This is an optimization exercise on Yosys and OpenROAD, whose aim is small area, not a production implementation. Where RTL was checked, it was by simulation tests only, not by an equivalence proof against the original.

==> trial 23: inputs <==
==> flow/design.v <==
module cfl_queue (
    input  wire        clk,
    input  wire        rst,           
    input  wire        in_valid,      
    input  wire [63:0] in_msg,        
    input  wire        pop,           
    input  wire        clr_drop,      
    output wire        head_valid,
    output wire [63:0] head_msg,
    output wire [6:0]  count,
    output wire [15:0] drop_count,
    output wire        queue_lost,
    output wire        sev_pending,
    output wire        rec_pending
);
    localparam N    = 64;    
    localparam NGEN = 56;    
    reg [61:0]  d [0:N-1];    
    reg [N-1:0] v;
    reg [6:0]   cnt;
    reg [15:0]  drops;
    reg         lost;
    integer i;
    reg [N-1:0] hsel;
    reg         above;
    always @* begin
        above = 1'b0;
        for (i = N - 1; i >= 0; i = i - 1) begin
            hsel[i] = v[i] & ~above;
            above   = above | v[i];
        end
    end
    wire        pop_eff = pop && (cnt != 7'd0);
    wire [6:0]  pcnt    = cnt - {6'd0, pop_eff};
    wire [N-1:0] v1     = v & ~(hsel & {N{pop_eff}});
    reg [N-1:0] isn, isr;
    always @* begin
        for (i = 0; i < N; i = i + 1) begin
            isn[i] = v1[i] & ~c[i][1] & ~c[i][0];
            isr[i] = v1[i] & ~c[i][1] &  c[i][0];
        end
    end
    wire any_not = |isn;
    wire any_rec = |isr;
    wire [N-1:0] tgt = any_not ? isn : isr;
    reg  [N-1:0] t_old, t_new;
    reg          a1, a2;
    always @* begin
        a1 = 1'b0;
        for (i = N - 1; i >= 0; i = i - 1) begin
            t_old[i] = tgt[i] & ~a1;
            a1       = a1 | tgt[i];
        end
        a2 = 1'b0;
        for (i = 0; i < N; i = i + 1) begin
            t_new[i] = tgt[i] & ~a2;
            a2       = a2 | tgt[i];
        end
    end
    wire [1:0] in_cls   = in_msg[49:48];
    wire       in_sev   = in_cls[1];            
    wire       in_not   = (in_cls == 2'd0);
    wire       full_gen = (pcnt >= NGEN);
    wire       full_all = pcnt[6];
    wire       full     = in_sev ? full_all : full_gen;
    wire       rem_en   = in_valid & full & (any_not | (any_rec & ~in_not));
    wire       append   = in_valid & (~full | rem_en);
    wire       drop_inc = in_valid & full & (any_not | in_not);
    wire       lost_now = in_valid & full & ~any_not & ~in_not & (~in_sev | ~any_rec);
    wire       use_new  = ~any_not & ~in_sev;
    wire [N-1:0] rem    = {N{rem_en}} & (use_new ? t_new : t_old);
    wire [N-1:0] v2 = v1 & ~rem;
    reg [N-1:0] sh;           
    reg         run;
    always @* begin
        run = append;
        for (i = 0; i < N; i = i + 1) begin
            sh[i] = run;
            run   = run & v2[i];
        end
    end
    reg pol;
    always @(posedge clk)
        pol <= rst ? 1'b0 : ~pol;
    wire [61:0] in_p = {in_msg[63:50], in_msg[47:0]} ^ {62{pol}};
    wire [61:0] d_nxt [0:N-1];
    genvar gs, gb;
    generate
        for (gs = 0; gs < N; gs = gs + 1) begin : g_slot
            wire        nsh   = ~sh[gs];
            wire [61:0] below = (gs == 0) ? in_p : d[gs == 0 ? 0 : gs - 1];
            for (gb = 0; gb < 62; gb = gb + 1) begin : g_bit
                cfl_queue_bit u_bit (
                    .sh   (sh[gs]),
                    .nsh  (nsh),
                    .below(below[gb]),
                    .own  (d[gs][gb]),
                    .nxt  (d_nxt[gs][gb]));
            end
        end
    endgenerate
    always @(posedge clk)
        for (i = 0; i < N; i = i + 1)
            d[i] <= d_nxt[i];
    reg [1:0] c [0:N-1];
    always @(posedge clk) begin
        if (sh[0])
            c[0] <= in_msg[49:48];
        for (i = 1; i < N; i = i + 1)
            if (sh[i])
                c[i] <= c[i - 1];
    end
    always @(posedge clk) begin
        if (rst) begin
            v     <= {N{1'b0}};
            cnt   <= 7'd0;
            drops <= 16'd0;
            lost  <= 1'b0;
        end else begin
            v    <= v2 | sh;
            cnt  <= pcnt - {6'd0, rem_en} + {6'd0, append};
            lost <= lost_now;
            if (clr_drop)
                drops <= {15'd0, drop_inc};
            else if (drop_inc && drops != 16'hFFFF)
                drops <= drops + 16'd1;
        end
    end
    wire [61:0] hsto;
    wire [1:0]  hcls;
    genvar gr;
    generate
        for (gr = 0; gr < 64; gr = gr + 1) begin : g_rd
            wire [N-1:0] col;
            for (gs = 0; gs < N; gs = gs + 1) begin : g_c
                if (gr < 62) begin : g_d
                    assign col[gs] = d[gs][gr];
                end else begin : g_k
                    assign col[gs] = c[gs][gr - 62];
                end
            end
            if (gr < 62) begin : g_od
                cfl_queue_rd u_rd (.sel(hsel), .col(col), .y(hsto[gr]));
            end else begin : g_ok
                cfl_queue_rd u_rd (.sel(hsel), .col(col), .y(hcls[gr - 62]));
            end
        end
    endgenerate
    reg sev_any, rec_any;
    always @* begin
        sev_any = 1'b0;
        rec_any = 1'b0;
        for (i = 0; i < N; i = i + 1) begin
            sev_any = sev_any | (v[i] & c[i][1]);
            rec_any = rec_any | (v[i] & ~c[i][1] & c[i][0]);
        end
    end
    wire [61:0] hdat = hsto ^ {62{pol}};
    wire [63:0] hmsg = {hdat[61:48], hcls, hdat[47:0]};
    assign head_valid  = (cnt != 7'd0);
    assign head_msg    = hmsg;
    assign count       = cnt;
    assign drop_count  = drops;
    assign queue_lost  = lost;
    assign sev_pending = sev_any;
    assign rec_pending = rec_any;
endmodule
module cfl_queue_bit (
    input  wire sh,
    input  wire nsh,    
    input  wire below,
    input  wire own,
    output wire nxt
);
    assign nxt = ~((sh | own) & (nsh | below));
endmodule
module cfl_queue_rd (
    input  wire [63:0] sel,
    input  wire [63:0] col,
    output wire        y
);
    wire [21:0] g_n;    
    genvar k;
    generate
        for (k = 0; k < 21; k = k + 1) begin : g_grp
            cfl_queue_aoi3 u_aoi (.s(sel[3*k+2:3*k]), .d(col[3*k+2:3*k]), .y_n(g_n[k]));
        end
    endgenerate
    assign g_n[21] = ~(sel[63] & col[63]);
    assign y = ~&g_n;
endmodule
module cfl_queue_aoi3 (
    input  wire [2:0] s,
    input  wire [2:0] d,
    output wire       y_n
);
    assign y_n = ~|(s & d);
endmodule
==> flow/run.sh <==
#!/bin/bash
# synth_recipe.tcl (not shown) runs the flow's synth.tcl, then flattens the netlist and writes it again
# the make line also repeats each setting of config.mk as NAME=value (left out here)
make -C /OpenROAD-flow-scripts/flow DESIGN_CONFIG=/design/flow/config.mk WORK_HOME=/design/flow/orfs CLKGATE_MAP_FILE= SYNTH_SCRIPT=/design/flow/synth_recipe.tcl finish
==> flow/config.mk <==
export PLATFORM = sky130hd
export DESIGN_NAME = cfl_queue
export DESIGN_NICKNAME = cfl_queue
export VERILOG_FILES = /design/flow/design.v
export SDC_FILE = /design/flow/constraint.sdc
export NUM_CORES = 8
export LEC_CHECK = 0
export CAP_MARGIN = 20
export CORE_MARGIN = 2
export CORE_UTILIZATION = 60
export CTS_CLUSTER_DIAMETER = 80
export CTS_CLUSTER_SIZE = 30
export SLEW_MARGIN = 20
export SYNTH_HIERARCHICAL = 1
==> flow/constraint.sdc <==
create_clock -name core_clock -period 12.0 [get_ports {clk}]
set_input_delay 2.4000 -clock core_clock [delete_from_list [all_inputs] [get_ports {clk}]]
set_output_delay 2.4000 -clock core_clock [all_outputs]
set_load 0.01 [all_outputs]
==> inputs of build 47, as changes to trial 23 <==
==> flow/design.v (replaced) <==
module cfl_queue (
    input  wire        clk,
    input  wire        rst,           
    input  wire        in_valid,      
    input  wire [63:0] in_msg,        
    input  wire        pop,           
    input  wire        clr_drop,      
    output wire        head_valid,
    output wire [63:0] head_msg,
    output wire [6:0]  count,
    output wire [15:0] drop_count,
    output wire        queue_lost,
    output wire        sev_pending,
    output wire        rec_pending
);
    localparam N    = 64;    
    localparam NGEN = 56;    
    reg [61:0]  d [0:N-1];    
    reg [1:0]   c [0:N-1];    
    reg [6:0]   cnt;
    reg [15:0]  drops;
    reg         lost;
    integer i;
    reg [N:0] occ;            
    always @* begin
        for (i = 0; i <= N; i = i + 1)
            occ[i] = (i < cnt);
    end
    wire [N-1:0] hsel    = occ[N-1:0] & ~occ[N:1];    
    wire         pop_eff = pop & occ[0];
    wire [6:0]   pcnt    = cnt - {6'd0, pop_eff};
    wire [N-1:0] v1      = occ[N-1:0] & ~(hsel & {N{pop_eff}});    
    reg [N-1:0] isn, isr;
    always @* begin
        for (i = 0; i < N; i = i + 1) begin
            isn[i] = v1[i] & ~c[i][1] & ~c[i][0];
            isr[i] = v1[i] & ~c[i][1] &  c[i][0];
        end
    end
    wire any_not = |isn;
    wire any_rec = |isr;
    wire [N-1:0] tgt = any_not ? isn : isr;
    reg  [N-1:0] to_old, to_new;
    reg          a1, a2;
    always @* begin
        a1 = 1'b0;
        for (i = N - 1; i >= 0; i = i - 1) begin
            a1        = a1 | tgt[i];
            to_old[i] = a1;
        end
        a2 = 1'b0;
        for (i = 0; i < N; i = i + 1) begin
            to_new[i] = ~a2;
            a2        = a2 | tgt[i];
        end
    end
    wire [1:0] in_cls   = in_msg[49:48];
    wire       in_sev   = in_cls[1];            
    wire       in_not   = (in_cls == 2'd0);
    wire       full_gen = (pcnt >= NGEN);
    wire       full_all = pcnt[6];
    wire       full     = in_sev ? full_all : full_gen;
    wire       rem_en   = in_valid & full & (any_not | (any_rec & ~in_not));
    wire       append   = in_valid & (~full | rem_en);
    wire       drop_inc = in_valid & full & (any_not | in_not);
    wire       lost_now = in_valid & full & ~any_not & ~in_not & (~in_sev | ~any_rec);
    wire       use_new  = ~any_not & ~in_sev;
    wire [N-1:0] to_top = {v1[N-2:0], 1'b1};    
    wire [N-1:0] sh = {N{append}} &
                      (rem_en ? (use_new ? to_new : to_old) : to_top);
    reg pol;
    always @(posedge clk)
        pol <= rst ? 1'b0 : ~pol;
    wire [61:0] in_p = {in_msg[63:50], in_msg[47:0]} ^ {62{pol}};
    wire [61:0] d_nxt [0:N-1];
    genvar gs, gb;
    generate
        for (gs = 0; gs < N; gs = gs + 1) begin : g_slot
            wire        nsh   = ~sh[gs];
            wire [61:0] below = (gs == 0) ? in_p : d[gs == 0 ? 0 : gs - 1];
            for (gb = 0; gb < 11; gb = gb + 1) begin : g_grp
                localparam W = (gb < 10) ? 6 : 2;
                cfl_queue_mux #(.W(W)) u_mux (
                    .sh   (sh[gs]),
                    .nsh  (nsh),
                    .below(below[6*gb+W-1:6*gb]),
                    .own  (d[gs][6*gb+W-1:6*gb]),
                    .nxt  (d_nxt[gs][6*gb+W-1:6*gb]));
            end
        end
    endgenerate
    always @(posedge clk)
        for (i = 0; i < N; i = i + 1)
            d[i] <= d_nxt[i];
    always @(posedge clk) begin
        if (sh[0])
            c[0] <= in_msg[49:48];
        for (i = 1; i < N; i = i + 1)
            if (sh[i])
                c[i] <= c[i - 1];
    end
    always @(posedge clk) begin
        if (rst) begin
            cnt   <= 7'd0;
            drops <= 16'd0;
            lost  <= 1'b0;
        end else begin
            cnt  <= pcnt - {6'd0, rem_en} + {6'd0, append};
            lost <= lost_now;
            if (clr_drop)
                drops <= {15'd0, drop_inc};
            else if (drop_inc && drops != 16'hFFFF)
                drops <= drops + 16'd1;
        end
    end
    wire [63:0] hraw;
    genvar gr;
    generate
        for (gr = 0; gr < 8; gr = gr + 1) begin : g_rd
            wire [8*N-1:0] cols;
            for (gs = 0; gs < N; gs = gs + 1) begin : g_c
                if (gr < 7) begin : g_d
                    assign cols[8*gs+7:8*gs] = d[gs][8*gr+7:8*gr];
                end else begin : g_k
                    assign cols[8*gs+7:8*gs] = {c[gs], d[gs][61:56]};
                end
            end
            cfl_queue_rd u_rd (.sel(hsel), .cols(cols), .y(hraw[8*gr+7:8*gr]));
        end
    endgenerate
    wire [61:0] hsto = hraw[61:0];
    wire [1:0]  hcls = hraw[63:62];
    reg sev_any, rec_any;
    always @* begin
        sev_any = 1'b0;
        rec_any = 1'b0;
        for (i = 0; i < N; i = i + 1) begin
            sev_any = sev_any | (occ[i] & c[i][1]);
            rec_any = rec_any | (occ[i] & ~c[i][1] & c[i][0]);
        end
    end
    wire [61:0] hdat = hsto ^ {62{pol}};
    wire [63:0] hmsg = {hdat[61:48], hcls, hdat[47:0]};
    assign head_valid  = (cnt != 7'd0);
    assign head_msg    = hmsg;
    assign count       = cnt;
    assign drop_count  = drops;
    assign queue_lost  = lost;
    assign sev_pending = sev_any;
    assign rec_pending = rec_any;
endmodule
module cfl_queue_mux #(parameter W = 6) (
    input  wire         sh,
    input  wire         nsh,    
    input  wire [W-1:0] below,
    input  wire [W-1:0] own,
    output wire [W-1:0] nxt
);
    assign nxt = ~(({W{sh}} | own) & ({W{nsh}} | below));
endmodule
module cfl_queue_rd (
    input  wire [63:0]  sel,
    input  wire [511:0] cols,
    output wire [7:0]   y
);
    wire [8*22-1:0] g_n;    
    genvar k;
    generate
        for (k = 0; k < 21; k = k + 1) begin : g_grp
            cfl_queue_aoi3 u_aoi (
                .s  (sel[3*k+2:3*k]),
                .d0 (cols[8*(3*k)+7:8*(3*k)]),
                .d1 (cols[8*(3*k+1)+7:8*(3*k+1)]),
                .d2 (cols[8*(3*k+2)+7:8*(3*k+2)]),
                .y_n(g_n[8*k+7:8*k]));
        end
    endgenerate
    assign g_n[8*21+7:8*21] = ~(cols[511:504] & {8{sel[63]}});
    genvar b;
    generate
        for (b = 0; b < 8; b = b + 1) begin : g_b
            wire [21:0] t;
            for (k = 0; k < 22; k = k + 1) begin : g_t
                assign t[k] = g_n[8*k+b];
            end
            assign y[b] = ~&t;
        end
    endgenerate
endmodule
module cfl_queue_aoi3 (
    input  wire [2:0] s,
    input  wire [7:0] d0, d1, d2,
    output wire [7:0] y_n
);
    assign y_n = ~((d0 & {8{s[0]}}) | (d1 & {8{s[1]}}) | (d2 & {8{s[2]}}));
endmodule
==> flow/flow/run.sh (new file) <==
#!/bin/bash
# The standard layout (standard.sh: ORFS synthesis to final), with three
# changes passed to ORFS through its own variables:
#  - the port buffers are the smallest buffer cell, sky130_fd_sc_hd__buf_1
#    (ORFS otherwise picks sky130_fd_sc_hd__clkdlybuf4s50_1);
#  - the buffers synthesis left are removed at floorplan, without the
#    floorplan-stage timing repair (ORFS REMOVE_ABC_BUFFERS);
#  - clock tree synthesis clusters up to 28 sinks within 70 um per leaf
#    buffer and inserts no dummy loads.
# The make output goes to flow.log in this folder; ORFS keeps each step's
# full log under orfs/logs/.
set -euo pipefail
cd "$(dirname "$0")/.."
export BUFFER_PORTS_ARGS="-buffer_cell sky130_fd_sc_hd__buf_1"
export REMOVE_ABC_BUFFERS=1
export CTS_ARGS="-sink_clustering_enable -repair_clock_nets -dont_use_dummy_load -sink_clustering_size 28 -sink_clustering_max_diameter 70"
bash standard.sh finish > flow.log 2>&1
==> flow/standard.sh (new file) <==
#!/bin/bash
# synth_recipe.tcl (not shown) runs the flow's synth.tcl, then flattens the netlist and writes it again
# the make line also repeats each setting of config.mk as NAME=value (left out here)
make -C /OpenROAD-flow-scripts/flow DESIGN_CONFIG=/design/flow/config.mk WORK_HOME=/design/flow/orfs CLKGATE_MAP_FILE= SYNTH_SCRIPT=/design/flow/synth_recipe.tcl "${@:-finish}"
--- a/flow/config.mk
+++ b/flow/config.mk
@@ -9,6 +9,4 @@
 export CORE_MARGIN = 2
-export CORE_UTILIZATION = 60
-export CTS_CLUSTER_DIAMETER = 80
-export CTS_CLUSTER_SIZE = 30
-export SLEW_MARGIN = 20
+export CORE_UTILIZATION = 65
+export SLEW_MARGIN = 35
 export SYNTH_HIERARCHICAL = 1
removed: flow/run.sh
==> run notes <==
quantity	trial 23	build 47
Result of the run	finished clean	finished clean
Final nets	12,857	12,444
Post-route clock skew	84.4 ps	123 ps
Number of sequential cells in the layout	4,185	4,121
Detailed-placement wirelength estimate	447,000 µm	419,000 µm
Non-clock inverters	135	59
Non-clock buffer share	4.63%	3.83%
Max stage delay on crit path	770 ps	960 ps
Cell Rows	176	168
Syn avg cell area	11.5 µm²	11.5 µm²
Clk slew on worst S/H paths	110 ps	100 ps
Launch instance of the worst register-to-register path	v[39]$_SDFF_PP0_	cnt[5]$_SDFF_PP0_
Proportion of netlist area held by the largest area contributor	58.7%	58.4%
Fraction of final layout cells sized beyond drive strength 1	7.74%	8.05%
Post-Synth XOR/XNOR Area	0.918%	0.927%
Fraction of the cycle the final worst path needs	86.7%	79.5%
Insertion delay to the later sink of the worst-skew pair	950 ps	940 ps
Clock buffer count from CTS	168	181
Share of synthesized cell area in full adder, half adder and majority cells	0.132%	0.141%
Met2 layer wire length in the routed design	272,000 µm	235,000 µm
Pin count of the biggest net entering global routing	67	75
Worst Path Buf+Inv	7	4
For trial 23, only the layout was checked, not whether the RTL still works.

==> separate check: timing with driven ports <==
The flow's constraints put no driver on any port. The routed layouts listed below were extracted and timed again, unchanged, in two steps.
Step 1, drivers: a clkbuf_16 drives clk and a buf_2 each remaining input, both assumed.
Step 2, shift: input delay + t, output delay - t, t = (earliest + latest rising clock arrival at the registers) / 2. This alone moves slack from input paths to output paths.
Slacks: ideal / step 1 / step 2; pairs: ideal / step 1.
run | t, ns | slack for setup (ns) | worst hold slack (ns) | latest minus earliest clock arrival (ns) | slew at the worst register clock pin (ns)
trial 23 | 1.026 | 1.594 / 1.531 / 0.663 | 0.464 / 0.464 / 0.464 | 0.084 / 0.085 | 0.12 / 0.12
build 47 | 0.978 | 2.461 / 2.356 / 1.703 | 0.408 / 0.408 / 0.408 | 0.124 / 0.124 | 0.11 / 0.11
After both steps every run listed still meets setup and hold. The setup slack of trial 23, which loses most, moves by -0.063 ns with the drivers and by -0.931 ns with both steps.
